This design comes from an exercise in tuning for small area, a short achievable clock period and few clock cycles on the open sky130 flow, not from production work.
Only simulation tests tie the RTL to the original design; equivalence was not proved.

Design gkm_opu, start of the top module:
module gkm_opu (
    input  wire         clk,
    input  wire         rst_n,
    input  wire         cmd_valid,
    output wire         cmd_ready,
    input  wire [1:0]   cmd_op,        
    input  wire [127:0] cmd_key,       
    input  wire [63:0]  cmd_expect,
    input  wire         in_valid,
    output wire         in_ready,
    input  wire [63:0]  in_data,       
    input  wire [3:0]   in_nbytes,     
    input  wire         in_last,
    output wire         out_valid,
    input  wire         out_ready,
    output wire [63:0]  out_result,
    output wire         out_match
);
For scale: roughly 440 flip-flops.
==> flow/config.mk <==
export PLATFORM = sky130hd
export DESIGN_NAME = gkm_opu
export DESIGN_NICKNAME = gkm_opu
export VERILOG_FILES = /design/flow/design.v
export SDC_FILE = /design/flow/constraint.sdc
export NUM_CORES = 4
export LEC_CHECK = 0
export CAP_MARGIN = 25
export CORE_MARGIN = 2
export CORE_UTILIZATION = 40
export PLACE_DENSITY = 0.6
export SLEW_MARGIN = 25
==> flow/constraint.sdc <==
create_clock -name core_clock -period 25.0 [get_ports {clk}]
set_input_delay 5.0000 -clock core_clock [delete_from_list [all_inputs] [get_ports {clk}]]
set_output_delay 5.0000 -clock core_clock [all_outputs]
set_load 0.01 [all_outputs]
standard.sh (not shown) runs the stock make flow with config.mk's settings and CLKGATE_MAP_FILE= SYNTH_SCRIPT=/design/flow/synth_recipe.tcl, a recipe that flattens the netlist after the stock synthesis.
==> flow/flow/run.sh <==
#!/bin/bash
# The standard layout (the standard.sh: ORFS synthesis to finish, unchanged
# steps and settings), except that the buffers ORFS puts on every input and
# output port are sky130_fd_sc_hd__buf_2 instead of the default delay buffer.
set -euo pipefail
export BUFFER_PORTS_ARGS="-buffer_cell sky130_fd_sc_hd__buf_2"
bash standard.sh > standard_flow.log 2>&1
The baseline went through all stages and came out clean.
Testbench counts at the start, summed over its fixed seeds: cycles 98,169.
Rerun with:
==> flow/flow/run.sh (replaced) <==
#!/bin/bash
# The standard layout (the standard.sh: ORFS synthesis to finish, unchanged
# steps and settings), except that the buffers ORFS puts on every input and
# output port are sky130_fd_sc_hd__buf_1 instead of the default delay buffer.
set -euo pipefail
export BUFFER_PORTS_ARGS="-buffer_cell sky130_fd_sc_hd__buf_1"
bash standard.sh > standard_flow.log 2>&1
--- a/flow/config.mk
+++ b/flow/config.mk
@@ -8,5 +8,5 @@
 export CAP_MARGIN = 25
 export CORE_MARGIN = 2
-export CORE_UTILIZATION = 40
-export PLACE_DENSITY = 0.6
+export CORE_UTILIZATION = 35
+export PLACE_DENSITY = 0.55
 export SLEW_MARGIN = 25
Non-clock buffer count climbs by 34. Critical path depth is unchanged. Flip-flop and latch count does not change. Clock-buffer cell count climbs by 13. Worst hold slack gets better by 5.2 ps. Global-route usage drops by 3.3 points. Setup slack gets worse by 200 ps.
Rerun with:
==> flow/flow/run.sh (replaced) <==
#!/bin/bash
# The standard layout (the standard.sh: ORFS synthesis to finish, unchanged
# steps and settings), except that the buffers ORFS puts on every input and
# output port are sky130_fd_sc_hd__buf_2 instead of the default delay buffer.
set -euo pipefail
export BUFFER_PORTS_ARGS="-buffer_cell sky130_fd_sc_hd__buf_2"
bash standard.sh > standard_flow.log 2>&1
--- a/flow/config.mk
+++ b/flow/config.mk
@@ -8,5 +8,5 @@
 export CAP_MARGIN = 25
 export CORE_MARGIN = 2
-export CORE_UTILIZATION = 35
-export PLACE_DENSITY = 0.55
+export CORE_UTILIZATION = 45
+export PLACE_DENSITY = 0.62
 export SLEW_MARGIN = 25
Result: The changed run finished clean. Synthesized cell count is unchanged. Global-route usage grows by 8.8 points. Worst setup slack gains 230 ps. Routed wire length falls by 8.4%. Design area hardly moves.
Rerun with:
--- a/flow/config.mk
+++ b/flow/config.mk
@@ -8,5 +8,5 @@
 export CAP_MARGIN = 25
 export CORE_MARGIN = 2
-export CORE_UTILIZATION = 45
-export PLACE_DENSITY = 0.62
+export CORE_UTILIZATION = 35
+export PLACE_DENSITY = 0.55
 export SLEW_MARGIN = 25
Result: The changed run completed with no timing, DRC or antenna violations. Routed wire length increases by a few percent. Critical path depth is unchanged. Setup slack improves by 19 ps. Sequential cell count stays the same. Die area increases by a quarter to a third.

[what the ideal ports hide]
The results above use ideal ports. As a check the final layouts listed here were re-extracted and re-timed, cells and wires unchanged.
Step 1: set_driving_cell puts a clkbuf_16 on clk and a buf_2 on each other input, an assumption about the parent block.
Step 2 also shifts input and output timing later by t, the mid clock arrival at the registers, as if the neighbouring blocks saw the same clock.
a / b / c = no drivers / after step 1 / after step 2; a / b = the first two.
run | t (ns) | slack for setup (ns) | clock arrival spread, ns | pins driven straight from the clock port
the first run | 0.787 | 18.416 / 18.354 / 17.699 | 0.074 / 0.074 | 1
the second run | 0.758 | 18.213 / 18.281 / 17.522 | 0.041 / 0.041 | 1
the third run | 0.786 | 18.440 / 18.354 / 17.939 | 0.043 / 0.043 | 1
the fourth run | 0.735 | 18.459 / 18.382 / 17.937 | 0.025 / 0.024 | 1
After both steps every run listed still meets setup and hold. The setup slack of the first run, which loses most, moves by -0.062 ns with the drivers and by -0.717 ns with both steps.
